Background: an optimization exercise with open tools, aiming at small area and a short achievable clock period. Do not read the settings as production practice.
No run shown here included a check of the RTL's function; only the layout flow was run.
No run shown here takes its clock network from TritonCTS; it comes from the design's own scripts or RTL.
The clock port is modelled as an ideal driver, which makes a skipped or thinned clock tree look cheaper than it is; a real chip needs a root buffer or a tree.

File: flow/config.mk
export PLATFORM = sky130hd
export DESIGN_NAME = fehel_flit_rx
export DESIGN_NICKNAME = fehel_flit_rx
export VERILOG_FILES = /design/flow/design.v
export SDC_FILE = /design/flow/constraint.sdc
export NUM_CORES = 4
export LEC_CHECK = 0
export CAP_MARGIN = 20
export CORE_MARGIN = 2
export CORE_UTILIZATION = 55
export SLEW_MARGIN = 20
File: flow/constraint.sdc
create_clock -name core_clock -period 12.0 [get_ports {clk}]
set_input_delay 2.4000 -clock core_clock [delete_from_list [all_inputs] [get_ports {clk}]]
set_output_delay 2.4000 -clock core_clock [all_outputs]
set_load 0.01 [all_outputs]
File: flow/design.v
module fehel_flit_rx (
    input  wire        clk,
    input  wire        rst,
    input  wire        in_valid,
    input  wire [63:0] in_data,
    output reg         res_valid,
    output reg         res_crc_ok,
    output wire        res_ctrl,
    output wire [3:0]  res_err,        
    output wire [4:0]  res_msgs,
    output wire [19:0] res_vc_slots,   
    output wire [11:0] res_fseq,
    output wire [11:0] res_fack
);
    reg  [63:0] u;
    wire [63:0] m_u;
    wire x64 = u[0] ^ u[63];
    wire x65 = u[39] ^ u[59];
    wire x66 = u[46] ^ u[53];
    wire x67 = u[47] ^ u[54];
    wire x68 = u[45] ^ u[52];
    wire x69 = u[4] ^ u[58];
    wire x70 = u[21] ^ u[26];
    wire x71 = u[9] ^ u[44];
    wire x72 = u[8] ^ u[43];
    wire x73 = u[22] ^ u[27];
    wire x74 = u[51] ^ u[56];
    wire x75 = u[41] ^ u[61];
    wire x76 = u[18] ^ u[32];
    wire x77 = u[20] ^ u[34];
    wire x78 = u[40] ^ u[60];
    wire x79 = u[19] ^ u[33];
    wire x80 = u[50] ^ u[55];
    wire x81 = u[5] ^ u[12];
    wire x82 = u[13] ^ u[49];
    wire x83 = u[10] ^ u[35];
    wire x84 = u[16] ^ u[28];
    wire x85 = u[6] ^ u[31];
    wire x86 = u[15] ^ u[62];
    wire x87 = u[7] ^ u[30];
    wire x88 = u[48] ^ x66;
    wire x89 = u[17] ^ u[42];
    wire x90 = u[14] ^ u[29];
    wire x91 = u[24] ^ u[57];
    wire x92 = u[23] ^ u[25];
    wire x93 = u[11] ^ x74;
    wire x94 = x67 ^ x68;
    wire x95 = u[36] ^ x73;
    wire x96 = u[37] ^ x64;
    wire x97 = x65 ^ x69;
    wire x98 = x71 ^ x76;
    wire x99 = u[1] ^ x72;
    wire x100 = x77 ^ x78;
    wire x101 = x79 ^ x81;
    wire x102 = x70 ^ x75;
    wire x103 = x80 ^ x83;
    wire x104 = x82 ^ x87;
    wire x105 = u[51] ^ x88;
    wire x106 = x86 ^ x92;
    wire x107 = u[38] ^ x84;
    wire x108 = u[26] ^ x90;
    wire x109 = u[3] ^ u[23];
    wire x110 = u[24] ^ x85;
    wire x111 = x65 ^ x91;
    wire x112 = u[42] ^ u[46];
    wire x113 = u[2] ^ x89;
    wire x114 = u[29] ^ x101;
    wire x115 = u[6] ^ x94;
    wire x116 = u[3] ^ u[45];
    wire x117 = u[0] ^ x85;
    wire x118 = u[17] ^ x102;
    wire x119 = u[22] ^ u[36];
    wire x120 = u[15] ^ u[44];
    wire x121 = u[47] ^ x64;
    wire x122 = u[5] ^ x77;
    wire x123 = u[13] ^ u[62];
    wire x124 = u[49] ^ x83;
    wire x125 = u[12] ^ u[25];
    wire x126 = u[10] ^ x80;
    wire x127 = u[38] ^ u[57];
    wire x128 = u[4] ^ u[31];
    wire x129 = u[50] ^ x71;
    wire x130 = u[48] ^ x78;
    wire x131 = u[56] ^ x82;
    wire x132 = x70 ^ x72;
    wire x133 = u[11] ^ u[16];
    wire x134 = u[28] ^ u[54];
    wire x135 = u[7] ^ x66;
    wire x136 = u[2] ^ x69;
    wire x137 = x75 ^ x116;
    wire x138 = u[35] ^ x95;
    wire x139 = u[15] ^ u[31];
    wire x140 = u[19] ^ x97;
    wire x141 = x68 ^ x79;
    wire x142 = u[9] ^ u[29];
    wire x143 = u[42] ^ x96;
    wire x144 = u[14] ^ x100;
    wire x145 = x87 ^ x93;
    wire x146 = u[30] ^ x93;
    wire x147 = u[58] ^ x67;
    wire x148 = u[12] ^ x96;
    wire x149 = u[16] ^ u[41];
    wire x150 = u[32] ^ u[59];
    wire x151 = u[56] ^ u[61];
    wire x152 = u[43] ^ x108;
    wire x153 = u[8] ^ x70;
    wire x154 = u[55] ^ x81;
    wire x155 = u[63] ^ x104;
    wire x156 = u[37] ^ u[48];
    wire x157 = x73 ^ x74;
    wire x158 = u[34] ^ u[62];
    wire x159 = u[33] ^ u[39];
    wire x160 = u[28] ^ x119;
    wire x161 = u[44] ^ x90;
    wire x162 = u[20] ^ x110;
    wire x163 = x81 ^ x86;
    wire x164 = u[60] ^ x122;
    wire x165 = u[58] ^ x111;
    wire x166 = u[7] ^ u[23];
    wire x167 = x75 ^ x84;
    wire x168 = u[52] ^ x74;
    wire x169 = u[47] ^ x99;
    wire x170 = u[27] ^ x134;
    wire x171 = u[53] ^ x98;
    wire x172 = x71 ^ x73;
    wire x173 = u[18] ^ x80;
    wire x174 = x84 ^ x91;
    wire x175 = u[11] ^ x103;
    wire x176 = u[30] ^ x109;
    wire x177 = u[41] ^ u[48];
    wire x178 = x72 ^ x86;
    wire x179 = x110 ^ x143;
    wire x180 = u[37] ^ u[40];
    wire x181 = x83 ^ x129;
    wire x182 = u[11] ^ u[21];
    wire x183 = u[6] ^ x126;
    wire x184 = u[43] ^ x76;
    wire x185 = x88 ^ x121;
    wire x186 = x89 ^ x98;
    wire x187 = u[34] ^ u[39];
    wire x188 = u[40] ^ x64;
    wire x189 = u[50] ^ x79;
    wire x190 = u[3] ^ x67;
    wire x191 = u[5] ^ u[18];
    wire x192 = x93 ^ x135;
    wire x193 = x107 ^ x128;
    wire x194 = x78 ^ x124;
    wire x195 = x76 ^ x125;
    wire x196 = u[38] ^ u[56];
    wire x197 = u[7] ^ u[55];
    wire x198 = u[45] ^ x146;
    wire x199 = x82 ^ x105;
    wire x200 = u[59] ^ x69;
    wire x201 = x86 ^ x88;
    wire x202 = u[17] ^ x94;
    wire x203 = x113 ^ x185;
    wire x204 = u[10] ^ x114;
    wire x205 = u[19] ^ x147;
    wire x206 = u[53] ^ x89;
    wire x207 = x77 ^ x95;
    wire x208 = x92 ^ x114;
    wire x209 = u[26] ^ x95;
    wire x210 = x78 ^ x107;
    wire x211 = u[14] ^ u[27];
    wire x212 = x90 ^ x106;
    wire x213 = u[22] ^ x65;
    wire x214 = u[2] ^ x98;
    wire x215 = u[49] ^ x87;
    wire x216 = x68 ^ x121;
    wire x217 = u[8] ^ x166;
    wire x218 = u[1] ^ u[61];
    wire x219 = u[17] ^ u[46];
    wire x220 = x65 ^ x179;
    wire x221 = x102 ^ x141;
    wire x222 = x99 ^ x174;
    wire x223 = x72 ^ x125;
    wire x224 = x92 ^ x206;
    wire x225 = u[60] ^ x82;
    wire x226 = x137 ^ x157;
    wire x227 = u[20] ^ x132;
    wire x228 = u[6] ^ u[20];
    wire x229 = u[47] ^ x175;
    wire x230 = x97 ^ x170;
    wire x231 = u[35] ^ u[63];
    wire x232 = x102 ^ x162;
    wire x233 = u[21] ^ u[24];
    wire x234 = x151 ^ x172;
    wire x235 = u[4] ^ x70;
    wire x236 = u[40] ^ x88;
    wire x237 = x155 ^ x165;
    wire x238 = x136 ^ x155;
    wire x239 = u[62] ^ x109;
    wire x240 = u[57] ^ x156;
    wire x241 = u[50] ^ x97;
    wire x242 = u[24] ^ x177;
    wire x243 = x154 ^ x169;
    wire x244 = u[1] ^ u[41];
    wire x245 = u[45] ^ x103;
    wire x246 = u[36] ^ x141;
    wire x247 = x71 ^ x148;
    wire x248 = u[61] ^ x190;
    wire x249 = x100 ^ x216;
    wire x250 = u[16] ^ x94;
    wire x251 = u[25] ^ x99;
    wire x252 = u[28] ^ x115;
    wire x253 = u[38] ^ x69;
    wire x254 = u[30] ^ x144;
    wire x255 = x140 ^ x182;
    wire x256 = x98 ^ x159;
    wire x257 = x130 ^ x173;
    wire x258 = x163 ^ x198;
    wire x259 = u[2] ^ u[40];
    wire x260 = x195 ^ x197;
    wire x261 = u[22] ^ x153;
    wire x262 = u[18] ^ x91;
    wire x263 = u[62] ^ x75;
    wire x264 = x178 ^ x193;
    wire x265 = u[25] ^ x68;
    wire x266 = x120 ^ x180;
    wire x267 = u[58] ^ x183;
    wire x268 = x115 ^ x171;
    wire x269 = u[35] ^ x200;
    wire x270 = u[33] ^ u[45];
    wire x271 = x144 ^ x151;
    wire x272 = x127 ^ x248;
    wire x273 = u[42] ^ x214;
    wire x274 = x107 ^ x108;
    wire x275 = u[25] ^ x79;
    wire x276 = u[35] ^ x142;
    wire x277 = x106 ^ x112;
    wire x278 = u[3] ^ x145;
    wire x279 = x85 ^ x132;
    wire x280 = u[55] ^ x100;
    wire x281 = x135 ^ x168;
    wire x282 = x161 ^ x213;
    wire x283 = u[10] ^ x112;
    wire x284 = x89 ^ x96;
    wire x285 = u[2] ^ x167;
    wire x286 = u[5] ^ x138;
    wire x287 = u[0] ^ u[33];
    wire x288 = x101 ^ x113;
    wire x289 = x64 ^ x112;
    wire x290 = u[23] ^ x127;
    wire x291 = u[29] ^ x210;
    wire x292 = u[12] ^ x118;
    wire x293 = u[32] ^ x194;
    wire x294 = u[9] ^ x191;
    wire x295 = u[29] ^ x176;
    wire x296 = u[19] ^ x106;
    wire x297 = x120 ^ x133;
    wire x298 = u[8] ^ u[48];
    wire x299 = x104 ^ x184;
    wire x300 = u[13] ^ u[17];
    wire x301 = x124 ^ x189;
    wire x302 = u[20] ^ x128;
    wire x303 = u[34] ^ u[57];
    wire x304 = x123 ^ x140;
    wire x305 = u[25] ^ x131;
    wire x306 = u[26] ^ x123;
    wire x307 = u[36] ^ x158;
    wire x308 = u[4] ^ x298;
    wire x309 = x130 ^ x131;
    wire x310 = x91 ^ x171;
    wire x311 = u[38] ^ x149;
    wire x312 = u[21] ^ x117;
    wire x313 = u[13] ^ x192;
    wire x314 = x127 ^ x149;
    wire x315 = x138 ^ x139;
    wire x316 = u[1] ^ x219;
    wire x317 = u[1] ^ u[6];
    wire x318 = u[13] ^ u[39];
    wire x319 = x69 ^ x317;
    wire x320 = x318 ^ x95;
    wire x321 = x290 ^ x319;
    wire x322 = x152 ^ x257;
    wire x323 = x320 ^ x321;
    wire x324 = x322 ^ x323;
    wire x325 = x258 ^ x324;
    wire x326 = u[19] ^ u[23];
    wire x327 = u[46] ^ x81;
    wire x328 = x85 ^ x211;
    wire x329 = x326 ^ x168;
    wire x330 = x266 ^ x327;
    wire x331 = x328 ^ x285;
    wire x332 = x329 ^ x330;
    wire x333 = x237 ^ x331;
    wire x334 = x332 ^ x333;
    wire x335 = u[52] ^ x65;
    wire x336 = x76 ^ x84;
    wire x337 = x242 ^ x302;
    wire x338 = x335 ^ x336;
    wire x339 = x209 ^ x224;
    wire x340 = x337 ^ x338;
    wire x341 = x243 ^ x278;
    wire x342 = x339 ^ x340;
    wire x343 = x341 ^ x342;
    wire x344 = u[4] ^ u[37];
    wire x345 = u[52] ^ x344;
    wire x346 = x113 ^ x170;
    wire x347 = x345 ^ x279;
    wire x348 = x309 ^ x346;
    wire x349 = x208 ^ x310;
    wire x350 = x347 ^ x348;
    wire x351 = x349 ^ x350;
    wire x352 = u[38] ^ x73;
    wire x353 = x134 ^ x104;
    wire x354 = x122 ^ x137;
    wire x355 = x275 ^ x352;
    wire x356 = x152 ^ x353;
    wire x357 = x354 ^ x355;
    wire x358 = x267 ^ x310;
    wire x359 = x356 ^ x357;
    wire x360 = x358 ^ x359;
    wire x361 = x77 ^ x79;
    wire x362 = x85 ^ x153;
    wire x363 = x161 ^ x361;
    wire x364 = x145 ^ x230;
    wire x365 = x245 ^ x277;
    wire x366 = x362 ^ x363;
    wire x367 = x364 ^ x365;
    wire x368 = x366 ^ x367;
    wire x369 = u[46] ^ x142;
    wire x370 = x150 ^ x132;
    wire x371 = x154 ^ x174;
    wire x372 = x369 ^ x145;
    wire x373 = x370 ^ x371;
    wire x374 = x249 ^ x315;
    wire x375 = x372 ^ x373;
    wire x376 = x374 ^ x375;
    wire x377 = u[5] ^ u[14];
    wire x378 = u[51] ^ x66;
    wire x379 = x180 ^ x377;
    wire x380 = x265 ^ x378;
    wire x381 = x379 ^ x118;
    wire x382 = x256 ^ x380;
    wire x383 = x229 ^ x264;
    wire x384 = x381 ^ x382;
    wire x385 = x383 ^ x384;
    wire x386 = x187 ^ x93;
    wire x387 = x188 ^ x311;
    wire x388 = x115 ^ x186;
    wire x389 = x201 ^ x209;
    wire x390 = x386 ^ x387;
    wire x391 = x204 ^ x388;
    wire x392 = x389 ^ x390;
    wire x393 = x391 ^ x392;
    wire x394 = u[41] ^ x67;
    wire x395 = x69 ^ x86;
    wire x396 = x119 ^ x394;
    wire x397 = x395 ^ x164;
    wire x398 = x274 ^ x281;
    wire x399 = x284 ^ x301;
    wire x400 = x396 ^ x397;
    wire x401 = x398 ^ x399;
    wire x402 = x400 ^ x401;
    wire x403 = x123 ^ x206;
    wire x404 = x148 ^ x250;
    wire x405 = x261 ^ x269;
    wire x406 = x403 ^ x271;
    wire x407 = x404 ^ x405;
    wire x408 = x406 ^ x407;
    wire x409 = u[6] ^ u[54];
    wire x410 = x66 ^ x409;
    wire x411 = x188 ^ x276;
    wire x412 = x410 ^ x241;
    wire x413 = x411 ^ x198;
    wire x414 = x292 ^ x412;
    wire x415 = x413 ^ x414;
    wire x416 = u[11] ^ u[15];
    wire x417 = x166 ^ x177;
    wire x418 = x196 ^ x416;
    wire x419 = x94 ^ x117;
    wire x420 = x283 ^ x417;
    wire x421 = x418 ^ x152;
    wire x422 = x241 ^ x419;
    wire x423 = x420 ^ x421;
    wire x424 = x422 ^ x423;
    wire x425 = u[27] ^ u[32];
    wire x426 = u[42] ^ x78;
    wire x427 = x425 ^ x111;
    wire x428 = x215 ^ x297;
    wire x429 = x426 ^ x105;
    wire x430 = x427 ^ x428;
    wire x431 = x243 ^ x429;
    wire x432 = x430 ^ x431;
    wire x433 = u[33] ^ u[58];
    wire x434 = x433 ^ x117;
    wire x435 = x129 ^ x223;
    wire x436 = x202 ^ x285;
    wire x437 = x309 ^ x434;
    wire x438 = x435 ^ x436;
    wire x439 = x437 ^ x438;
    wire x440 = u[1] ^ u[7];
    wire x441 = u[57] ^ u[59];
    wire x442 = x158 ^ x440;
    wire x443 = x441 ^ x108;
    wire x444 = x126 ^ x137;
    wire x445 = x442 ^ x186;
    wire x446 = x443 ^ x444;
    wire x447 = x199 ^ x445;
    wire x448 = x446 ^ x447;
    wire x449 = u[18] ^ u[60];
    wire x450 = x211 ^ x449;
    wire x451 = x94 ^ x136;
    wire x452 = x178 ^ x289;
    wire x453 = x450 ^ x146;
    wire x454 = x301 ^ x451;
    wire x455 = x452 ^ x453;
    wire x456 = x454 ^ x455;
    wire x457 = u[18] ^ x66;
    wire x458 = x85 ^ x176;
    wire x459 = x457 ^ x234;
    wire x460 = x274 ^ x458;
    wire x461 = x249 ^ x304;
    wire x462 = x459 ^ x460;
    wire x463 = x461 ^ x462;
    wire x464 = u[38] ^ u[59];
    wire x465 = x64 ^ x464;
    wire x466 = x103 ^ x160;
    wire x467 = x184 ^ x465;
    wire x468 = x162 ^ x205;
    wire x469 = x466 ^ x467;
    wire x470 = x292 ^ x313;
    wire x471 = x468 ^ x469;
    wire x472 = x470 ^ x471;
    wire x473 = u[5] ^ u[25];
    wire x474 = u[42] ^ x87;
    wire x475 = x150 ^ x473;
    wire x476 = x189 ^ x253;
    wire x477 = x266 ^ x474;
    wire x478 = x475 ^ x115;
    wire x479 = x227 ^ x476;
    wire x480 = x477 ^ x478;
    wire x481 = x479 ^ x480;
    wire x482 = x65 ^ x197;
    wire x483 = x270 ^ x172;
    wire x484 = x311 ^ x482;
    wire x485 = x105 ^ x164;
    wire x486 = x279 ^ x483;
    wire x487 = x484 ^ x485;
    wire x488 = x486 ^ x487;
    wire x489 = u[21] ^ u[46];
    wire x490 = x89 ^ x187;
    wire x491 = x489 ^ x217;
    wire x492 = x490 ^ x234;
    wire x493 = x491 ^ x252;
    wire x494 = x293 ^ x492;
    wire x495 = x493 ^ x494;
    wire x496 = x72 ^ x142;
    wire x497 = x166 ^ x270;
    wire x498 = x160 ^ x262;
    wire x499 = x263 ^ x496;
    wire x500 = x497 ^ x236;
    wire x501 = x498 ^ x499;
    wire x502 = x229 ^ x500;
    wire x503 = x501 ^ x502;
    wire x504 = u[8] ^ u[29];
    wire x505 = u[49] ^ x92;
    wire x506 = x504 ^ x242;
    wire x507 = x283 ^ x307;
    wire x508 = x505 ^ x146;
    wire x509 = x205 ^ x506;
    wire x510 = x507 ^ x247;
    wire x511 = x508 ^ x509;
    wire x512 = x510 ^ x511;
    wire x513 = u[47] ^ x95;
    wire x514 = x97 ^ x168;
    wire x515 = x294 ^ x143;
    wire x516 = x162 ^ x194;
    wire x517 = x212 ^ x513;
    wire x518 = x514 ^ x515;
    wire x519 = x516 ^ x517;
    wire x520 = x518 ^ x519;
    wire x521 = u[10] ^ u[53];
    wire x522 = x68 ^ x90;
    wire x523 = x233 ^ x521;
    wire x524 = x96 ^ x157;
    wire x525 = x167 ^ x522;
    wire x526 = x523 ^ x260;
    wire x527 = x524 ^ x525;
    wire x528 = x304 ^ x526;
    wire x529 = x527 ^ x528;
    wire x530 = x64 ^ x89;
    wire x531 = x228 ^ x173;
    wire x532 = x223 ^ x530;
    wire x533 = x105 ^ x230;
    wire x534 = x246 ^ x531;
    wire x535 = x532 ^ x533;
    wire x536 = x534 ^ x535;
    wire x537 = u[12] ^ u[14];
    wire x538 = u[37] ^ x537;
    wire x539 = x129 ^ x215;
    wire x540 = x290 ^ x538;
    wire x541 = x201 ^ x207;
    wire x542 = x539 ^ x540;
    wire x543 = x252 ^ x255;
    wire x544 = x541 ^ x542;
    wire x545 = x543 ^ x544;
    wire x546 = u[20] ^ u[37];
    wire x547 = u[63] ^ x81;
    wire x548 = x139 ^ x233;
    wire x549 = x546 ^ x147;
    wire x550 = x213 ^ x217;
    wire x551 = x547 ^ x548;
    wire x552 = x245 ^ x549;
    wire x553 = x550 ^ x551;
    wire x554 = x199 ^ x291;
    wire x555 = x552 ^ x553;
    wire x556 = x554 ^ x555;
    wire x557 = u[9] ^ u[27];
    wire x558 = u[46] ^ u[49];
    wire x559 = x76 ^ x91;
    wire x560 = x557 ^ x558;
    wire x561 = x163 ^ x200;
    wire x562 = x559 ^ x560;
    wire x563 = x118 ^ x250;
    wire x564 = x251 ^ x561;
    wire x565 = x562 ^ x563;
    wire x566 = x564 ^ x565;
    wire x567 = u[59] ^ u[60];
    wire x568 = x84 ^ x191;
    wire x569 = x567 ^ x172;
    wire x570 = x275 ^ x306;
    wire x571 = x568 ^ x569;
    wire x572 = x570 ^ x203;
    wire x573 = x267 ^ x571;
    wire x574 = x572 ^ x573;
    wire x575 = u[17] ^ x77;
    wire x576 = x104 ^ x126;
    wire x577 = x160 ^ x163;
    wire x578 = x188 ^ x575;
    wire x579 = x140 ^ x576;
    wire x580 = x577 ^ x578;
    wire x581 = x272 ^ x579;
    wire x582 = x580 ^ x581;
    wire x583 = u[30] ^ u[45];
    wire x584 = u[59] ^ x583;
    wire x585 = x314 ^ x584;
    wire x586 = x148 ^ x227;
    wire x587 = x585 ^ x315;
    wire x588 = x586 ^ x587;
    wire x589 = u[40] ^ u[43];
    wire x590 = u[46] ^ x80;
    wire x591 = x84 ^ x90;
    wire x592 = x589 ^ x117;
    wire x593 = x235 ^ x240;
    wire x594 = x590 ^ x591;
    wire x595 = x186 ^ x592;
    wire x596 = x593 ^ x594;
    wire x597 = x595 ^ x596;
    wire x598 = x258 ^ x597;
    wire x599 = u[58] ^ x85;
    wire x600 = x120 ^ x157;
    wire x601 = x314 ^ x316;
    wire x602 = x599 ^ x216;
    wire x603 = x299 ^ x600;
    wire x604 = x601 ^ x204;
    wire x605 = x602 ^ x603;
    wire x606 = x604 ^ x605;
    wire x607 = u[0] ^ u[44];
    wire x608 = u[47] ^ x150;
    wire x609 = x607 ^ x113;
    wire x610 = x608 ^ x114;
    wire x611 = x209 ^ x280;
    wire x612 = x281 ^ x609;
    wire x613 = x264 ^ x610;
    wire x614 = x611 ^ x612;
    wire x615 = x613 ^ x614;
    wire x616 = u[21] ^ u[27];
    wire x617 = u[56] ^ x159;
    wire x618 = x231 ^ x300;
    wire x619 = x616 ^ x99;
    wire x620 = x167 ^ x240;
    wire x621 = x617 ^ x618;
    wire x622 = x164 ^ x295;
    wire x623 = x619 ^ x620;
    wire x624 = x621 ^ x268;
    wire x625 = x622 ^ x623;
    wire x626 = x624 ^ x625;
    wire x627 = u[0] ^ u[23];
    wire x628 = u[24] ^ u[43];
    wire x629 = x70 ^ x139;
    wire x630 = x187 ^ x218;
    wire x631 = x627 ^ x628;
    wire x632 = x170 ^ x225;
    wire x633 = x629 ^ x630;
    wire x634 = x631 ^ x181;
    wire x635 = x192 ^ x288;
    wire x636 = x632 ^ x633;
    wire x637 = x634 ^ x635;
    wire x638 = x636 ^ x637;
    wire x639 = u[3] ^ u[51];
    wire x640 = u[61] ^ x123;
    wire x641 = x259 ^ x639;
    wire x642 = x161 ^ x195;
    wire x643 = x640 ^ x641;
    wire x644 = x115 ^ x175;
    wire x645 = x207 ^ x222;
    wire x646 = x642 ^ x643;
    wire x647 = x644 ^ x645;
    wire x648 = x646 ^ x647;
    wire x649 = u[28] ^ u[35];
    wire x650 = u[41] ^ u[55];
    wire x651 = x70 ^ x300;
    wire x652 = x649 ^ x650;
    wire x653 = x88 ^ x136;
    wire x654 = x651 ^ x652;
    wire x655 = x212 ^ x246;
    wire x656 = x653 ^ x654;
    wire x657 = x247 ^ x278;
    wire x658 = x655 ^ x656;
    wire x659 = x657 ^ x658;
    wire x660 = u[49] ^ u[52];
    wire x661 = x72 ^ x133;
    wire x662 = x660 ^ x100;
    wire x663 = x126 ^ x147;
    wire x664 = x239 ^ x661;
    wire x665 = x105 ^ x662;
    wire x666 = x663 ^ x664;
    wire x667 = x665 ^ x666;
    wire x668 = x220 ^ x667;
    wire x669 = x118 ^ x212;
    wire x670 = x237 ^ x268;
    wire x671 = x286 ^ x669;
    wire x672 = x670 ^ x671;
    wire x673 = u[54] ^ x111;
    wire x674 = x143 ^ x193;
    wire x675 = x251 ^ x673;
    wire x676 = x204 ^ x313;
    wire x677 = x674 ^ x675;
    wire x678 = x676 ^ x677;
    wire x679 = u[50] ^ x74;
    wire x680 = x106 ^ x308;
    wire x681 = x679 ^ x202;
    wire x682 = x207 ^ x214;
    wire x683 = x680 ^ x681;
    wire x684 = x682 ^ x683;
    wire x685 = u[55] ^ x70;
    wire x686 = x109 ^ x96;
    wire x687 = x124 ^ x141;
    wire x688 = x174 ^ x294;
    wire x689 = x685 ^ x105;
    wire x690 = x686 ^ x687;
    wire x691 = x688 ^ x689;
    wire x692 = x690 ^ x691;
    wire x693 = u[10] ^ u[26];
    wire x694 = u[39] ^ u[43];
    wire x695 = x693 ^ x694;
    wire x696 = x154 ^ x262;
    wire x697 = x695 ^ x202;
    wire x698 = x296 ^ x696;
    wire x699 = x199 ^ x254;
    wire x700 = x697 ^ x698;
    wire x701 = x699 ^ x700;
    wire x702 = u[52] ^ x211;
    wire x703 = x231 ^ x173;
    wire x704 = x297 ^ x702;
    wire x705 = x205 ^ x236;
    wire x706 = x305 ^ x703;
    wire x707 = x704 ^ x232;
    wire x708 = x705 ^ x706;
    wire x709 = x707 ^ x708;
    wire x710 = u[0] ^ u[5];
    wire x711 = x67 ^ x228;
    wire x712 = x244 ^ x710;
    wire x713 = x711 ^ x712;
    wire x714 = x224 ^ x299;
    wire x715 = x713 ^ x255;
    wire x716 = x291 ^ x714;
    wire x717 = x715 ^ x716;
    wire x718 = u[54] ^ x87;
    wire x719 = x99 ^ x718;
    wire x720 = x257 ^ x282;
    wire x721 = x288 ^ x719;
    wire x722 = x232 ^ x720;
    wire x723 = x721 ^ x722;
    wire x724 = x72 ^ x104;
    wire x725 = x226 ^ x280;
    wire x726 = x296 ^ x312;
    wire x727 = x724 ^ x273;
    wire x728 = x725 ^ x726;
    wire x729 = x727 ^ x728;
    wire x730 = u[7] ^ u[14];
    wire x731 = u[22] ^ u[32];
    wire x732 = u[56] ^ x730;
    wire x733 = x731 ^ x239;
    wire x734 = x289 ^ x302;
    wire x735 = x732 ^ x181;
    wire x736 = x221 ^ x222;
    wire x737 = x733 ^ x734;
    wire x738 = x735 ^ x736;
    wire x739 = x737 ^ x738;
    wire x740 = u[13] ^ u[24];
    wire x741 = x125 ^ x196;
    wire x742 = x740 ^ x153;
    wire x743 = x741 ^ x183;
    wire x744 = x256 ^ x742;
    wire x745 = x203 ^ x254;
    wire x746 = x743 ^ x744;
    wire x747 = x745 ^ x746;
    wire x748 = u[9] ^ u[60];
    wire x749 = x75 ^ x748;
    wire x750 = x103 ^ x190;
    wire x751 = x215 ^ x253;
    wire x752 = x307 ^ x749;
    wire x753 = x312 ^ x750;
    wire x754 = x751 ^ x752;
    wire x755 = x208 ^ x753;
    wire x756 = x754 ^ x755;
    wire x757 = u[32] ^ x119;
    wire x758 = x218 ^ x103;
    wire x759 = x122 ^ x306;
    wire x760 = x308 ^ x757;
    wire x761 = x145 ^ x758;
    wire x762 = x759 ^ x760;
    wire x763 = x761 ^ x762;
    wire x764 = x220 ^ x763;
    wire x765 = x76 ^ x80;
    wire x766 = x139 ^ x156;
    wire x767 = x159 ^ x265;
    wire x768 = x276 ^ x765;
    wire x769 = x766 ^ x261;
    wire x770 = x767 ^ x768;
    wire x771 = x238 ^ x769;
    wire x772 = x770 ^ x771;
    wire x773 = u[10] ^ u[12];
    wire x774 = u[55] ^ x76;
    wire x775 = x79 ^ x116;
    wire x776 = x133 ^ x142;
    wire x777 = x303 ^ x773;
    wire x778 = x97 ^ x99;
    wire x779 = x117 ^ x225;
    wire x780 = x774 ^ x775;
    wire x781 = x776 ^ x777;
    wire x782 = x201 ^ x778;
    wire x783 = x779 ^ x780;
    wire x784 = x781 ^ x782;
    wire x785 = x783 ^ x784;
    wire x786 = x67 ^ x133;
    wire x787 = x150 ^ x101;
    wire x788 = x316 ^ x786;
    wire x789 = x181 ^ x787;
    wire x790 = x788 ^ x238;
    wire x791 = x271 ^ x789;
    wire x792 = x790 ^ x791;
    wire x793 = u[31] ^ x73;
    wire x794 = x77 ^ x83;
    wire x795 = x196 ^ x259;
    wire x796 = x287 ^ x97;
    wire x797 = x793 ^ x794;
    wire x798 = x795 ^ x118;
    wire x799 = x169 ^ x295;
    wire x800 = x796 ^ x797;
    wire x801 = x798 ^ x799;
    wire x802 = x800 ^ x801;
    wire x803 = u[28] ^ x128;
    wire x804 = x158 ^ x182;
    wire x805 = x244 ^ x111;
    wire x806 = x130 ^ x176;
    wire x807 = x803 ^ x804;
    wire x808 = x805 ^ x806;
    wire x809 = x807 ^ x273;
    wire x810 = x286 ^ x808;
    wire x811 = x809 ^ x810;
    wire x812 = u[43] ^ x136;
    wire x813 = x137 ^ x160;
    wire x814 = x812 ^ x813;
    wire x815 = x179 ^ x208;
    wire x816 = x293 ^ x814;
    wire x817 = x815 ^ x816;
    wire x818 = x112 ^ x120;
    wire x819 = x156 ^ x287;
    wire x820 = x818 ^ x819;
    wire x821 = x144 ^ x165;
    wire x822 = x226 ^ x260;
    wire x823 = x820 ^ x821;
    wire x824 = x822 ^ x823;
    wire x825 = x303 ^ x131;
    wire x826 = x169 ^ x210;
    wire x827 = x221 ^ x269;
    wire x828 = x277 ^ x825;
    wire x829 = x826 ^ x827;
    wire x830 = x828 ^ x829;
    wire x831 = u[16] ^ x129;
    wire x832 = x263 ^ x138;
    wire x833 = x152 ^ x164;
    wire x834 = x165 ^ x831;
    wire x835 = x203 ^ x832;
    wire x836 = x833 ^ x834;
    wire x837 = x835 ^ x836;
    wire x838 = u[28] ^ x81;
    wire x839 = x235 ^ x838;
    wire x840 = x175 ^ x282;
    wire x841 = x284 ^ x305;
    wire x842 = x839 ^ x272;
    wire x843 = x840 ^ x841;
    wire x844 = x842 ^ x843;
    assign m_u[0] = x325;
    assign m_u[1] = x334;
    assign m_u[2] = x343;
    assign m_u[3] = x351;
    assign m_u[4] = x360;
    assign m_u[5] = x368;
    assign m_u[6] = x376;
    assign m_u[7] = x385;
    assign m_u[8] = x393;
    assign m_u[9] = x402;
    assign m_u[10] = x408;
    assign m_u[11] = x415;
    assign m_u[12] = x424;
    assign m_u[13] = x432;
    assign m_u[14] = x439;
    assign m_u[15] = x448;
    assign m_u[16] = x456;
    assign m_u[17] = x463;
    assign m_u[18] = x472;
    assign m_u[19] = x481;
    assign m_u[20] = x488;
    assign m_u[21] = x495;
    assign m_u[22] = x503;
    assign m_u[23] = x512;
    assign m_u[24] = x520;
    assign m_u[25] = x529;
    assign m_u[26] = x536;
    assign m_u[27] = x545;
    assign m_u[28] = x556;
    assign m_u[29] = x566;
    assign m_u[30] = x574;
    assign m_u[31] = x582;
    assign m_u[32] = x588;
    assign m_u[33] = x598;
    assign m_u[34] = x606;
    assign m_u[35] = x615;
    assign m_u[36] = x626;
    assign m_u[37] = x638;
    assign m_u[38] = x648;
    assign m_u[39] = x659;
    assign m_u[40] = x668;
    assign m_u[41] = x672;
    assign m_u[42] = x678;
    assign m_u[43] = x684;
    assign m_u[44] = x692;
    assign m_u[45] = x701;
    assign m_u[46] = x709;
    assign m_u[47] = x717;
    assign m_u[48] = x723;
    assign m_u[49] = x729;
    assign m_u[50] = x739;
    assign m_u[51] = x747;
    assign m_u[52] = x756;
    assign m_u[53] = x764;
    assign m_u[54] = x772;
    assign m_u[55] = x785;
    assign m_u[56] = x792;
    assign m_u[57] = x802;
    assign m_u[58] = x811;
    assign m_u[59] = x817;
    assign m_u[60] = x824;
    assign m_u[61] = x830;
    assign m_u[62] = x837;
    assign m_u[63] = x844;
    reg  [5:0]  beat;
    wire        first = (beat == 6'd0);
    always @(posedge clk) begin
        if (in_valid)
            u <= (m_u | {64{first}}) ^ in_data;
    end
    wire crc_good = &u;
    reg        hdr_ev;     
    reg        slot_ev;    
    reg        last_ev;    
    reg  [7:0] op_r;
    reg  [4:0] len_r;
    wire [5:0] beat_inc   = beat + 6'd1;
    wire       slot_beat  = beat[0] && (beat != 6'd63);
    wire       last_beat  = (beat == 6'd63);
    always @(posedge clk) begin
        op_r    <= in_data[7:0];
        len_r   <= in_data[12:8];
        hdr_ev  <= !rst && in_valid && first;
        slot_ev <= !rst && in_valid && slot_beat;
        last_ev <= !rst && in_valid && last_beat;
        if (rst || in_valid)
            beat <= beat_inc & {6{!rst}};
    end
    reg  [11:0] fseq;
    reg  [11:0] fack;
    reg         ctrl;
    reg         ftype_err;
    wire [3:0]  h_ftype = ~u[63:60];
    wire [4:0]  h_cont  = ~u[35:31];
    wire        h_data  = (h_ftype == 4'h0);
    always @(posedge clk) begin
        if (hdr_ev) begin
            fseq      <= ~u[59:48];
            fack      <= ~u[47:36];
            ctrl      <= (h_ftype == 4'h1);
            ftype_err <= (h_ftype > 4'h1);
        end
    end
    function op_known;
        input [7:0] op;
        begin
            case (op)
                8'h00, 8'h01, 8'h02, 8'h03, 8'h04, 8'h05,
                8'h10, 8'h11, 8'h12, 8'h13, 8'h14, 8'h1F,
                8'h20, 8'h21, 8'h22, 8'h23, 8'h24, 8'h25, 8'h2F,
                8'h30, 8'h31, 8'h32, 8'h33,
                8'h40, 8'h41, 8'h4F: op_known = 1'b1;
                default:             op_known = 1'b0;
            endcase
        end
    endfunction
    function len_ok;
        input [7:0] op;
        input [4:0] len;
        begin
            case (op)
                8'h10, 8'h21, 8'h30: len_ok = (len == 5'd4);
                8'h11, 8'h40:        len_ok = (len == 5'd16);
                8'h12:               len_ok = (len >= 5'd1) && (len <= 5'd16);
                8'h22:               len_ok = (len == 5'd5);
                8'h25, 8'h33:        len_ok = (len <= 5'd16);
                8'h32:               len_ok = (len == 5'd0) || (len == 5'd4);
                default:             len_ok = (len == 5'd0);
            endcase
        end
    endfunction
    reg         walking;
    reg  [4:0]  rem;
    reg         counted;
    reg  [1:0]  cur_vc;
    reg         cont_err;
    reg         opcode_err;
    reg         len_err;
    reg  [4:0]  msgs;
    reg  [4:0]  vc0, vc1, vc2, vc3;
    reg  [4:0]  carry;
    reg  [1:0]  carry_vc;
    wire        rem_nz  = (rem != 5'd0);
    wire        known   = op_known(op_r);
    wire        lok     = len_ok(op_r, len_r);
    wire        has_vc  = (op_r[7:4] != 4'h0);
    wire [1:0]  op_vc   = op_r[5:4] - 2'd1;
    wire        step    = slot_ev && walking;
    wire        s_cont  = step && rem_nz;
    wire        s_msg   = step && !rem_nz && known && lok;
    wire        inc     = (s_cont && counted) || (s_msg && has_vc);
    wire [1:0]  inc_vc  = rem_nz ? cur_vc : op_vc;
    always @(posedge clk) begin
        if (hdr_ev) begin
            walking    <= h_data;
            rem        <= h_data ? h_cont : 5'd0;
            cont_err   <= h_data && (h_cont != carry);
            counted    <= h_data && (h_cont == carry);
            cur_vc     <= carry_vc;
            opcode_err <= 1'b0;
            len_err    <= 1'b0;
            msgs       <= 5'd0;
            vc0        <= 5'd0;
            vc1        <= 5'd0;
            vc2        <= 5'd0;
            vc3        <= 5'd0;
        end else if (step) begin
            if (rem_nz) begin
                rem <= rem - 5'd1;
            end else if (!known) begin
                opcode_err <= 1'b1;
                walking    <= 1'b0;
            end else if (!lok) begin
                len_err    <= 1'b1;
                walking    <= 1'b0;
            end else begin
                rem <= len_r;
                if (op_r != 8'h00)
                    msgs <= msgs + 5'd1;
                counted <= has_vc;
                if (has_vc)
                    cur_vc <= op_vc;
            end
            if (inc && inc_vc == 2'd0) vc0 <= vc0 + 5'd1;
            if (inc && inc_vc == 2'd1) vc1 <= vc1 + 5'd1;
            if (inc && inc_vc == 2'd2) vc2 <= vc2 + 5'd1;
            if (inc && inc_vc == 2'd3) vc3 <= vc3 + 5'd1;
        end
    end
    wire any_err = ftype_err | cont_err | opcode_err | len_err;
    wire carry_ld = last_ev && crc_good && (any_err || !ctrl);
    always @(posedge clk) begin
        res_crc_ok <= crc_good;
        res_valid  <= !rst && last_ev;
        if (rst || carry_ld) begin
            carry    <= (any_err || rst) ? 5'd0 : rem;
            carry_vc <= (any_err || rst) ? 2'd0 : cur_vc;
        end
    end
    assign res_ctrl     = ctrl;
    assign res_err      = {len_err, opcode_err, cont_err, ftype_err};
    assign res_msgs     = msgs;
    assign res_vc_slots = {vc3, vc2, vc1, vc0};
    assign res_fseq     = fseq;
    assign res_fack     = fack;
endmodule
File: flow/flow/run.sh
#!/bin/bash
# Layout: the standard ORFS flow (standard.sh), with these changes:
#  - every port gets a plain buf_1 as its port buffer;
#  - clock tree: two short levels of clock buffers (flow/cts_manual.tcl);
#  - the timing repair after CTS and after global routing aims for a setup
#    slack margin of 8.8 ns; extra settings: "SETUP_MOVE_SEQUENCE=unbuffer,sizeup,swap" RECOVER_POWER=100
# Each make call's output goes to its own make_*.log; ORFS keeps each tool's
# log under orfs/logs/.
set -euo pipefail
H=$PWD
B="BUFFER_PORTS_ARGS=-buffer_cell sky130_fd_sc_hd__buf_1"
C="PRE_CTS_TCL=$H/flow/cts_manual.tcl"
bash standard.sh "$B" "$C" synth > make_synth.log 2>&1
bash standard.sh "$B" "$C" floorplan place > make_place.log 2>&1
bash standard.sh "$B" "$C" SETUP_SLACK_MARGIN=8.8 "SETUP_MOVE_SEQUENCE=unbuffer,sizeup,swap" RECOVER_POWER=100 cts > make_cts.log 2>&1
bash standard.sh "$B" "$C" SETUP_SLACK_MARGIN=8.8 "SETUP_MOVE_SEQUENCE=unbuffer,sizeup,swap" RECOVER_POWER=100 finish > make_finish.log 2>&1
File: flow/flow/cts_manual.tcl
# Sourced by ORFS's cts.tcl as PRE_CTS_TCL. Replaces clock_tree_synthesis
# with a short two-level clock tree: the registers are split by location
# into NLEAF groups of equal size (halving by x, then by y, ...), each driven
# by a leaf clock buffer at the group's centre; the leaf buffers are split
# the same way into NROOT groups, each driven by a root clock buffer at its
# centre. The clock port feeds only the NROOT root buffers, and every
# register sees exactly one root and one leaf buffer.

proc mcts_split { items n } {
  set groups [list $items]
  set axis 0
  while { [llength $groups] < $n } {
    set ng {}
    foreach g $groups {
      set s [lsort -integer -index $axis $g]
      set h [expr { [llength $s] / 2 }]
      lappend ng [lrange $s 0 [expr { $h - 1 }]] [lrange $s $h end]
    }
    set groups $ng
    set axis [expr { 1 - $axis }]
  }
  return $groups
}

proc mcts_drive { block master name in_net group } {
  # group: list of {x y iterm}; returns {cx cy A-iterm}
  set sx 0; set sy 0
  foreach s $group { incr sx [lindex $s 0]; incr sy [lindex $s 1] }
  set n [llength $group]
  set cx [expr { $sx / $n }]
  set cy [expr { $sy / $n }]
  set inst [odb::dbInst_create $block $master $name]
  set net [odb::dbNet_create $block "${name}_net"]
  $net setSigType CLOCK
  [$inst findITerm X] connect $net
  foreach s $group {
    set it [lindex $s 2]
    $it disconnect
    $it connect $net
  }
  $inst setLocation [expr { $cx - [$master getWidth] / 2 }] [expr { $cy - [$master getHeight] / 2 }]
  $inst setPlacementStatus PLACED
  set a [$inst findITerm A]
  $a connect $in_net
  puts "manual_cts: $name drives $n pins at ($cx, $cy)"
  return [list $cx $cy $a]
}

proc manual_cts { } {
  set nleaf 8
  set nroot 2
  if { [info exists ::env(MCTS_NLEAF)] } { set nleaf $::env(MCTS_NLEAF) }
  if { [info exists ::env(MCTS_NROOT)] } { set nroot $::env(MCTS_NROOT) }
  set block [ord::get_db_block]
  set db [ord::get_db]
  set master [$db findMaster sky130_fd_sc_hd__clkbuf_16]
  set clk_net [$block findNet clk]
  set sinks {}
  foreach it [$clk_net getITerms] {
    set bb [[$it getInst] getBBox]
    lappend sinks [list [expr { ([$bb xMin] + [$bb xMax]) / 2 }] \
                        [expr { ([$bb yMin] + [$bb yMax]) / 2 }] $it]
  }
  set leaves {}
  set k 0
  foreach g [mcts_split $sinks $nleaf] {
    lappend leaves [mcts_drive $block $master "clkbuf_leaf_$k" $clk_net $g]
    incr k
  }
  set k 0
  foreach g [mcts_split $leaves $nroot] {
    mcts_drive $block $master "clkbuf_root_$k" $clk_net $g
    incr k
  }
  $clk_net setSigType CLOCK
  set_propagated_clock [all_clocks]
}

rename clock_tree_synthesis orig_clock_tree_synthesis
proc clock_tree_synthesis { args } {
  manual_cts
}
File: flow/standard.sh
#!/bin/bash
# synth_recipe.tcl (not shown) runs the flow's synth.tcl, then flattens the netlist and writes it again
# the make line also repeats each setting of config.mk as NAME=value (left out here)
make -C /OpenROAD-flow-scripts/flow DESIGN_CONFIG=/design/flow/config.mk WORK_HOME=/design/flow/orfs CLKGATE_MAP_FILE= SYNTH_SCRIPT=/design/flow/synth_recipe.tcl "${@:-finish}"
==> flow_metrics.py, run 1 <==
metrics = {
    "global_route": {
        "busiest_layer": "met2",
        "grt_pass1_vias": 10500,
        "antenna_found_initial": 0,
        "grtUsageMet3": 0.114,
        "grt_max_degree": 67,
        "grt-ovfl-total": 0,
        "grt_pass1_wl_mm": 78.3,
        "grtUsageTotal": 0.388,
        "use_met2": 0.560,
        "met1_usage": 0.542,
    },
    "worst_hold_path": {
        "min_to": "res_valid",
        "hold_path_depth": 1,
        "min-delay-start": "last_ev",
        "min_path_type": "register to register",
    },
    "setup_path": {
        "worstPathRequired_ns": 11.99,
        "crit_path_end_kind": "register",
        "path_cells": "buf_2 > clkbuf_1 > or2_0",
        "critPathSlowestCell": "clkbuf_1",
        "cp_max_fo": 66,
        "r2r_end": "u[18]",
        "crit_arrival_ns": 6.08,
        "crit_type": "primary input to register",
        "worstRegToRegCells": 8,
        "cp-start-kind": "primary input",
        "critical_path.max_stage_delay_ns": 3.11,
        "ff2ff_setup_slack_ns": 7.58,
        "r2r_start": "u[35]",
    },
    "logic_synthesis": {
        "syn_area_um2": 15400,
        "syn_avg_cell_area_um2": 11.0,
        "syn_inst": 1396,
        "synth-seq-area-share": 0.280,
        "synth_top_area_frac": 0.304,
        "yosysWarningCount": 1,
        "synth_edf_count": 113,
        "syn_nets": 1475,
        "synth_common_cells": "533 x xnor2_1, 121 x xor2_1, 113 x edfxtp_1, 102 x nor2_1, 101 x xnor3_1",
        "synth-seq-cells": 159,
        "synth-main-ff-cell": "edfxtp_1",
        "synth-async-reset-ratio": 0,
        "synth_area_leader_cell": "xnor2_1",
        "netlist_top_cells_area": "xnor2_1 30%, edfxtp_1 22%, xnor3_1 15%",
        "yosys.cell_types.count": 53,
        "synth.most_common_cell": "xnor2_1",
    },
    "sta": {
        "tns_ns": 0,
        "setup_viol": 0,
        "rsz0062_at_grt": "yes",
        "clock.fmax_ghz": 0.164,
        "min_period_over_period": 0.508,
        "layout_setup_ws_ns": 5.90,
        "hold_violations": 0,
        "slew_headroom": -1.98,
        "drv_slew": 150,
        "clock_skew_ns": 0.0430,
        "period_minus_slack_ns": 6.10,
        "worst_pin_slew_ns": 4.48,
    },
    "die": {
        "start_util": 0.557,
        "die_x_um": 171,
        "coreArea_um2": 27600,
        "pin_count": 123,
        "die_h_um": 171,
        "dieArea_um2": 29300,
        "num_rows": 61,
    },
    "final_layout": {
        "n_antenna_cell": 0,
        "finalNetCount": 1552,
        "nFillCells": 2378,
        "post-route-util": 0.619,
        "area_delta_synth_final_pct": 11.1,
        "postLayoutCellArea_um2": 17100,
        "drive_gt1_frac": 0.102,
    },
    "route": {
        "dr.first_iter.drc_count": 1390,
        "via_per_inst": 5.96,
        "drcViolationCount": 0,
        "via_count": 11000,
        "routedWlPerCell_um": 30.7,
        "ant_nets": 0,
        "wl_mm": 56.8,
        "dr.pass1.iters": 7,
    },
    "clocking": {
        "path_clk_slew_ns": 0.08,
        "worstSkewPairLatency_ns": 0.35,
        "post-cts-setup-buffer-count": 0,
        "cts_hold_buf": 0,
    },
    "flow_run": {
        "max_cap_viol_count": 5,
    },
    "run_status": {
        "status": "complete, but fails checks",
        "so.violations": "max-capacitance violations, max-slew violations",
    },
    "place": {
        "place.gp.congestion": 1.10,
        "place_ws_ns": 8.09,
        "portBuffers": 122,
        "place_area_um2": 16200,
        "dp_hpwl_mm": 43.3,
    },
}
area by class of cell:
class                      instances  area (um^2)  share of cell area
multi-input combinational       1116        11100               0.648
sequential                       159         4310               0.252
timing repair buffer             151          842              0.0493
tap                              378          473              0.0277
buffer                            10          250              0.0146
inverter                          35          131             0.00769
worst max-delay path, delay by kind of cell:
kind,cells,cell delay [ns]
buf+inv,2,3.19
simple gates,1,0.50
layout by cell type, fill, tap and decap left out, types with 3 or more instances in the layout:
| master | netlist | routed |
|---|---|---|
| buf_4 | 6 | 17 |
| dfxtp_1 | 46 | 46 |
| a21oi_1 | 25 | 25 |
| inv_1 | 35 | 35 |
| nor3_1 | 6 | 6 |
| mux2i_1 | 4 | 4 |
| nor2_1 | 102 | 102 |
| mux2_2 | 18 | 18 |
| xnor3_1 | 101 | 93 |
| nand2b_1 | 5 | 5 |
| a21boi_0 | 5 | 5 |
| ha_1 | 12 | 12 |
| xor3_2 | 0 | 3 |
| nor4_1 | 7 | 6 |
| xnor2_2 | 14 | 30 |
| clkbuf_16 | 0 | 10 |
| xnor2_4 | 2 | 17 |
| and2_0 | 0 | 4 |
| xor2_1 | 121 | 109 |
| nand2_1 | 25 | 25 |
| xor2_2 | 1 | 9 |
| xnor3_2 | 0 | 8 |
| xor3_1 | 11 | 8 |
| clkbuf_1 | 42 | 44 |
| nand3_1 | 10 | 10 |
| edfxtp_1 | 113 | 113 |
| buf_6 | 0 | 28 |
| nand3b_1 | 4 | 4 |
| buf_1 | 2 | 61 |
| nor2b_1 | 21 | 21 |
| nand4_1 | 27 | 27 |
| xor2_4 | 0 | 4 |
| o21ai_0 | 11 | 12 |
| or3_1 | 5 | 5 |
| o31ai_1 | 6 | 6 |
| or4_1 | 6 | 6 |
| xnor2_1 | 533 | 502 |
metal layers:
layer | routed length, um | vias to the layer above | part of all wire
met5 | 0 | - | 0
met2 | 23000 | 794 | 0.41
li1 | - | 4705 | -
met1 | 22500 | 5323 | 0.40
met3 | 7790 | 192 | 0.14
met4 | 3460 | 0 | 0.061
worst max path at each step:
stage / start / end / cells after the start
2_1_floorplan: rst / beat[0] / 2
3_3_place_gp: in_valid / beat[1] / 3
3_5_place_dp: in_valid / beat[1] / 3
4_1_cts: u[41] / u[18] / 7
5_1_grt: in_valid / slot_ev / 4
6_report: in_valid / beat[0] / 3
metrics by stage:
step	hold WS (ns)	std cells
final	0.501	1849
after global routing	0.520	1849
after CTS	0.482	1849
after detailed placement	0.481	1839
after global placement	0.473	1839
after floorplan	0.439	1396
flip-flops by register name (all words and copies together) (netlist names), 6 cells and up, named ones only:
signal / flops
fseq: 12
beat: 6
u: 64
op_r: 8
fack: 12
cells by family after synthesis:
group / count (synthesis) / synth area share
adders and majority gates: 12 / 0.00976
AOI/OAI and AO/OA: 65 / 0.0284
DFF: 159 / 0.280
and+or+nand+nor: 234 / 0.0749
buffers and inverters: 121 / 0.0339
xor gates and xnor gates: 783 / 0.557
muxes: 22 / 0.0158
timing repair:
item                                    in CTS  in global routing
endpoints found under the setup margin     183                 98
gates cloned                                 0                  0
pin swaps                                    5                 22
resized for setup                          130                 97
==> run 2, diff against run 1 <==
==> flow/flow/run.sh (replaced) <==
#!/bin/bash
# Layout: the standard ORFS flow (standard.sh), with these changes:
#  - every port gets a plain buf_1 as its port buffer;
#  - clock tree: two short levels of clock buffers (flow/cts_manual.tcl);
#  - the timing repair after CTS and after global routing aims for a setup
#    slack margin of 8.7 ns; extra settings: RECOVER_POWER=100
# Each make call's output goes to its own make_*.log; ORFS keeps each tool's
# log under orfs/logs/.
set -euo pipefail
H=$PWD
B="BUFFER_PORTS_ARGS=-buffer_cell sky130_fd_sc_hd__buf_1"
C="PRE_CTS_TCL=$H/flow/cts_manual.tcl"
bash standard.sh "$B" "$C" synth > make_synth.log 2>&1
bash standard.sh "$B" "$C" floorplan place > make_place.log 2>&1
bash standard.sh "$B" "$C" SETUP_SLACK_MARGIN=8.7 RECOVER_POWER=100 cts > make_cts.log 2>&1
bash standard.sh "$B" "$C" SETUP_SLACK_MARGIN=8.7 RECOVER_POWER=100 finish > make_finish.log 2>&1
==> flow_metrics.py, run 2 <==
metrics = {
    "run_status": {
        "status": "complete, but fails checks",
        "so.violations": "max-capacitance violations, max-slew violations",
    },
    "route": {
        "dr.pass1.iters": 7,
        "via_per_inst": 5.92,
        "routedWlPerCell_um": 30.3,
        "wl_mm": 57.2,
        "drcViolationCount": 0,
        "ant_nets": 0,
        "via_count": 11200,
        "dr.first_iter.drc_count": 1430,
    },
    "final_layout": {
        "reg_top3": "u (64), fack (12), fseq (12)",
        "final_common_cell": "xnor2_1",
        "layout_common_cells": "531 x xnor2_1, 118 x xor2_1, 113 x edfxtp_1",
        "n_antenna_cell": 0,
        "top_register": "u",
        "regArea_um2": 4310,
        "drive_gt1_frac": 0.0806,
        "multi_input_comb_area_um2": 10600,
        "largest_reg_flops": 64,
        "nFillCells": 2411,
        "area_delta_synth_final_pct": 9.17,
        "finalNetCount": 1594,
    },
    "logic_synthesis": {
        "netlist_top_cells_area": "xnor2_1 30%, edfxtp_1 22%, xnor3_1 15%",
        "yosysWarningCount": 1,
        "synth_common_cells": "533 x xnor2_1, 121 x xor2_1, 113 x edfxtp_1, 102 x nor2_1, 101 x xnor3_1",
        "syn_area_um2": 15400,
        "syn_inst": 1396,
        "synth.most_common_cell": "xnor2_1",
        "synth-async-reset-ratio": 0,
        "synth-seq-cells": 159,
        "synth_edf_count": 113,
        "syn_nets": 1475,
        "synth-main-ff-cell": "edfxtp_1",
        "synth-seq-area-share": 0.280,
        "yosys.cell_types.count": 53,
        "syn_avg_cell_area_um2": 11.0,
        "synth_top_area_frac": 0.304,
        "synth_area_leader_cell": "xnor2_1",
    },
    "setup_path": {
        "worstRegToRegCells": 7,
        "critical_path.max_stage_delay_ns": 3.01,
        "critPathBufInv": 2,
        "r2r_start": "u[15]",
        "crit_end": "beat[0]",
        "critPathSlowestCell": "clkbuf_1",
        "worstPathRequired_ns": 11.98,
        "cp-startpoint": "in_valid",
        "crit_arrival_ns": 5.98,
        "cp-start-kind": "primary input",
        "r2r_end": "u[49]",
        "cp_max_fo": 66,
        "crit_path_end_kind": "register",
        "cp.depth": 3,
        "path_cells": "buf_2 > clkbuf_1 > or2_0",
        "ff2ff_setup_slack_ns": 7.82,
        "crit_type": "primary input to register",
        "cp_top_family": "buffers and inverters",
    },
    "place": {
        "place.gp.congestion": 1.10,
        "place_ws_ns": 8.09,
        "portBuffers": 122,
        "dp_hpwl_mm": 43.3,
    },
    "sta": {
        "clock_skew_ns": 0.0426,
        "clock.fmax_ghz": 0.167,
        "tns_ns": 0,
        "drv_slew": 158,
        "layout_setup_ws_ns": 6.01,
        "hold_violations": 0,
        "slew_headroom": -1.89,
        "setup_viol": 0,
        "min_period_over_period": 0.500,
        "period_minus_slack_ns": 5.99,
        "worst_pin_slew_ns": 4.33,
        "rsz0062_at_grt": "yes",
    },
    "clocking": {
        "path_clk_slew_ns": 0.08,
        "worstSkewPairLatency_ns": 0.35,
        "cts_hold_buf": 0,
    },
    "global_route": {
        "use_met2": 0.556,
        "met1_usage": 0.546,
        "grt-ovfl-total": 0,
        "grt_pass1_wl_mm": 78.7,
        "grtUsageTotal": 0.389,
        "antenna_found_initial": 0,
        "grt_max_degree": 67,
        "grt_pass1_vias": 10600,
        "grtUsageMet3": 0.111,
        "busiest_layer": "met2",
    },
    "worst_hold_path": {
        "min-delay-start": "len_err",
        "min_path_type": "register to register",
    },
    "die": {
        "pin_count": 123,
        "dieArea_um2": 29300,
        "start_util": 0.557,
        "coreArea_um2": 27600,
        "die_h_um": 171,
        "die_x_um": 171,
        "num_rows": 61,
    },
    "flow_run": {
        "max_cap_viol_count": 4,
    },
}
-- run 2: timing repair --
| item | in CTS | in global routing |
|---|---|---|
| setup buffers | 15 | 27 |
| resized for setup | 22 | 43 |
| pin swaps | 0 | 1 |
| setup endpoints to repair | 105 | 61 |
-- run 2: routing by layer --
metal  vias up  routed length, um
li1       4800                  -
met1      5427              22800
met2       790              23300
met3       176               7860
met4         0               3310
met5         -                  0
-- run 2: worst reg2reg max path: stages, from the launching register on --
cell,delay [ns]
edfxtp_1,0.66
xnor2_1,1.03
xnor2_1,0.63
xnor2_1,0.69
xor2_1,0.20
xnor3_1,0.46
nor2_1,0.14
xnor2_1,0.08
-- run 2: cell type report --
type | instances | area share
flip-flops and latches | 159 | 0.257
plain buffers | 10 | 0.0149
repair buffers | 193 | 0.0601
inverters | 35 | 0.00782
well taps | 378 | 0.0282
multi-input cells | 1116 | 0.632
-- run 2: how the worst min path moves through the flow --
stage / end / slack (ns) / cells after the start
finish: len_err / 0.49 / 2
global route: res_valid / 0.52 / 1
CTS: len_err / 0.49 / 2
detailed placement: len_err / 0.48 / 2
global placement: len_err / 0.47 / 2
floorplan: res_valid / 0.44 / 1
-- run 2: kinds of logic after synthesis --
logic type | count (synthesis) | share of synthesized area
and+or+nand+nor | 234 | 0.0749
buffers and inverters | 121 | 0.0339
adders and majority gates | 12 | 0.00976
AOI/OAI and AO/OA | 65 | 0.0284
DFF | 159 | 0.280
xor gates and xnor gates | 783 | 0.557
muxes | 22 | 0.0158
-- run 2: per-stage QoR --
step | std cells | hold WS, ns | util | cell area (um^2)
2_1_floorplan | 1396 | 0.439 | - | 15400
3_3_place_gp | 1839 | 0.473 | 0.585 | 16200
3_5_place_dp | 1839 | 0.481 | 0.585 | 16200
4_1_cts | 1864 | 0.493 | 0.604 | 16700
5_1_grt | 1891 | 0.520 | 0.608 | 16800
6_report | 1891 | 0.493 | 0.608 | 16800
==> run 3, diff against run 2 <==
==> flow/flow/run.sh (replaced) <==
#!/bin/bash
# Layout: the standard ORFS flow (standard.sh), with these changes:
#  - every port gets a plain buf_1 as its port buffer;
#  - clock tree: two short levels of clock buffers (flow/cts_manual.tcl);
#  - the timing repair after CTS and after global routing aims for a setup
#    slack margin of 8.7 ns. Extra settings: 
# Each make call's output goes to its own make_*.log; ORFS keeps each tool's
# log under orfs/logs/.
set -euo pipefail
H=$PWD
B="BUFFER_PORTS_ARGS=-buffer_cell sky130_fd_sc_hd__buf_1"
C="PRE_CTS_TCL=$H/flow/cts_manual.tcl"
bash standard.sh "$B" "$C" synth > make_synth.log 2>&1
bash standard.sh "$B" "$C" floorplan place > make_place.log 2>&1
bash standard.sh "$B" "$C" SETUP_SLACK_MARGIN=8.7  cts > make_cts.log 2>&1
bash standard.sh "$B" "$C" SETUP_SLACK_MARGIN=8.7  finish > make_finish.log 2>&1
--- a/flow/flow/cts_manual.tcl
+++ b/flow/flow/cts_manual.tcl
@@ -48,7 +48,7 @@
 
 proc manual_cts { } {
   set nleaf 8
-  set nroot 2
+  set nroot 4
   if { [info exists ::env(MCTS_NLEAF)] } { set nleaf $::env(MCTS_NLEAF) }
   if { [info exists ::env(MCTS_NROOT)] } { set nroot $::env(MCTS_NROOT) }
   set block [ord::get_db_block]
==> flow_metrics.py, run 3 <==
metrics = {
    "run_status": {
        "status": "finished clean",
    },
    "logic_synthesis": {
        "synth-async-reset-ratio": 0,
        "synth-main-ff-cell": "edfxtp_1",
        "synth-seq-area-share": 0.280,
        "syn_area_um2": 15400,
        "yosys.cell_types.count": 53,
        "synth_fa_ha_area_frac": 0.00976,
        "synth-xor-area-share": 0.557,
        "yosysWarningCount": 1,
        "synth_edf_count": 113,
        "synthMuxAreaShare": 0.0158,
        "synth_top_family_by_area": "XOR/XNOR gates",
        "synth-seq-cells": 159,
        "synth_compound_area_frac": 0.0284,
        "synth.most_common_cell": "xnor2_1",
        "netlist_top_cells_area": "xnor2_1 30%, edfxtp_1 22%, xnor3_1 15%",
        "syn_nets": 1475,
        "synth_simple_gate_area_share": 0.0749,
        "synth_area_leader_cell": "xnor2_1",
        "synth_top_area_frac": 0.304,
        "syn_avg_cell_area_um2": 11.0,
        "syn_inst": 1396,
        "synth_common_cells": "533 x xnor2_1, 121 x xor2_1, 113 x edfxtp_1, 102 x nor2_1, 101 x xnor3_1",
    },
    "worst_hold_path": {
        "min_to": "len_err",
        "min_path_type": "register to register",
        "hold_path_depth": 2,
        "min-delay-start": "len_err",
    },
    "setup_path": {
        "path_cells": "xnor2_2 > xor2_1 > xnor2_1 > xnor2_1 > xnor2_1 > nor2_1 > xnor2_1",
        "crit_path_end_kind": "register",
        "ff2ff_setup_slack_ns": 8.66,
        "crit_path_frequent_cell": "xnor2_1",
        "r2r_end": "u[0]",
        "worstRegToRegCells": 7,
        "critical_path.max_stage_delay_ns": 0.71,
        "r2r_start": "u[5]",
        "critPathSlowestCell": "xnor2_2",
        "cp_max_fo": 8,
        "crit_type": "register to register",
        "cp-start-kind": "register",
        "crit_arrival_ns": 3.37,
        "worstPathRequired_ns": 12.02,
    },
    "route": {
        "dr.pass1.iters": 8,
        "wl_mm": 57.1,
        "drcViolationCount": 0,
        "via_count": 11200,
        "routedWlPerCell_um": 30.2,
        "ant_nets": 0,
        "dr.first_iter.drc_count": 1584,
        "via_per_inst": 5.94,
    },
    "final_layout": {
        "n_antenna_cell": 0,
        "top_register": "u",
        "layout_common_cells": "517 x xnor2_1, 118 x buf_1, 114 x xor2_1",
        "area_delta_synth_final_pct": 11.2,
        "finalNetCount": 1596,
        "nFillCells": 2367,
        "final_common_cell": "xnor2_1",
        "postLayoutCellArea_um2": 17100,
        "largest_reg_flops": 64,
        "drive_gt1_frac": 0.109,
        "final_cell_count_no_fill": 1893,
        "reg_top3": "u (64), fack (12), fseq (12)",
    },
    "clocking": {
        "cts_hold_buf": 0,
        "path_clk_slew_ns": 0.11,
        "worstSkewPairLatency_ns": 0.31,
    },
    "sta": {
        "whs_ns": 0.490,
        "worst_pin_slew_ns": 1.13,
        "drv_slew": 0,
        "slew_headroom": 0.244,
        "rsz0062_at_grt": "no",
        "clock.fmax_ghz": 0.299,
        "clock_skew_ns": 0.0455,
        "tns_ns": 0,
        "setup_viol": 0,
        "hold_violations": 0,
        "period_minus_slack_ns": 3.34,
        "min_period_over_period": 0.279,
    },
    "place": {
        "placedCellCount": 1839,
        "place_area_um2": 16200,
        "dp_hpwl_mm": 43.3,
        "place.gp.congestion": 1.10,
        "portBuffers": 122,
    },
    "die": {
        "dieArea_um2": 29300,
        "coreArea_um2": 27600,
        "num_rows": 61,
        "die_x_um": 171,
        "pin_count": 123,
        "start_util": 0.557,
        "die_h_um": 171,
    },
    "flow_run": {
        "max_cap_viol_count": 0,
    },
    "global_route": {
        "grt_pass1_wl_mm": 78.6,
        "grt-ovfl-total": 0,
        "antenna_found_initial": 0,
        "grtUsageTotal": 0.389,
        "grt_pass1_vias": 10600,
        "grt_max_degree": 67,
    },
}
run 3: cell counts after synthesis:
No cell type changed its count.
run 3: area by class of cell:
cell class	instances	area (um^2)	area share
multi-input cells	1116	10800	0.632
flip-flops and latches	159	4330	0.253
repair buffers	193	1050	0.0616
well taps	378	473	0.0277
plain buffers	12	300	0.0176
inverters	35	131	0.00768
run 3: stage by stage:
stage | setup WS (ns) | utilization
after global routing | 8.70 | 0.619
final | 8.66 | 0.619
after detailed placement | 8.09 | 0.585
after CTS | 8.63 | 0.605
after global placement | 8.14 | 0.585
after floorplan | 8.80 | -
run 3: cells by family (layout without fill, tap and decap cells):
| logic type | count (synthesis) | in the layout |
|---|---|---|
| flip-flops | 159 | 159 |
| XOR/XNOR | 783 | 783 |
| adder cells (fa/ha/maj) | 12 | 12 |
| AND/OR/NAND/NOR | 234 | 234 |
| buffers and inverters | 121 | 240 |
| AO/OA/AOI/OAI | 65 | 65 |
| multiplexers | 22 | 22 |
run 3: worst max-delay path, delay by kind of cell, from the launching register on:
| kind | cells | cell delay, ns |
|---|---|---|
| DFF | 1 | 0.56 |
| and+or+nand+nor | 1 | 0.12 |
| xor gates and xnor gates | 6 | 2.38 |
run 3: what timing repair did:
item / in CTS / in global routing
endpoints found under the setup margin: 104 / 54
setup buffers: 15 / 27
pin swaps: 0 / 1
resized for setup: 16 / 25
run 3: worst max-delay path by stage:
stage / depth (start not counted) / slack (ns) / start / end
3_3_place_gp: 3 / 8.14 / in_valid / beat[1]
4_1_cts: 7 / 8.63 / u[25] / u[49]
6_report: 7 / 8.66 / u[5] / u[0]
5_1_grt: 1 / 8.70 / vc0[0] / res_vc_slots[0]
3_5_place_dp: 3 / 8.09 / in_valid / beat[1]
2_1_floorplan: 2 / 8.80 / rst / beat[0]
run 3: per-layer routing:
metal	routed length (um)	part of all wire	track usage
met4	3460	0.061	0.167
met1	22400	0.39	0.540
met3	8060	0.14	0.116
met5	0	0	0
met2	23200	0.41	0.563

[separate check: timing with driven ports]
The results above use ideal ports. As a check the final layouts listed here were re-extracted and re-timed, cells and wires unchanged.
Step 1 assumes that a clkbuf_16 drives the clock port and a buf_2 every other input.
Step 2 adds t to the input delays and takes it off the output delays; t is the mean of the earliest and latest rising clock arrival at the registers after step 1. Input paths then give back, and output paths get back, about the clock's delay inside the block.
a / b / c = no drivers / after step 1 / after step 2; a / b = the first two.
| run | t, ns | setup WS [ns] | latest minus earliest clock arrival (ns) | worst slew at a driven data input, ns | cell pins on the clock port's net |
|---|---|---|---|---|---|
| run 1 | 0.398 | 5.901 / 5.947 / 5.548 | 0.043 / 0.043 | 0.04 | 2 |
| run 2 | 0.398 | 6.005 / 6.052 / 5.654 | 0.043 / 0.042 | 0.04 | 2 |
| run 3 | 0.399 | 8.657 / 8.637 / 8.460 | 0.046 / 0.046 | 0.04 | 4 |
The setup slack of run 1, which loses most, moves by +0.046 ns with the drivers and by -0.353 ns with both steps.
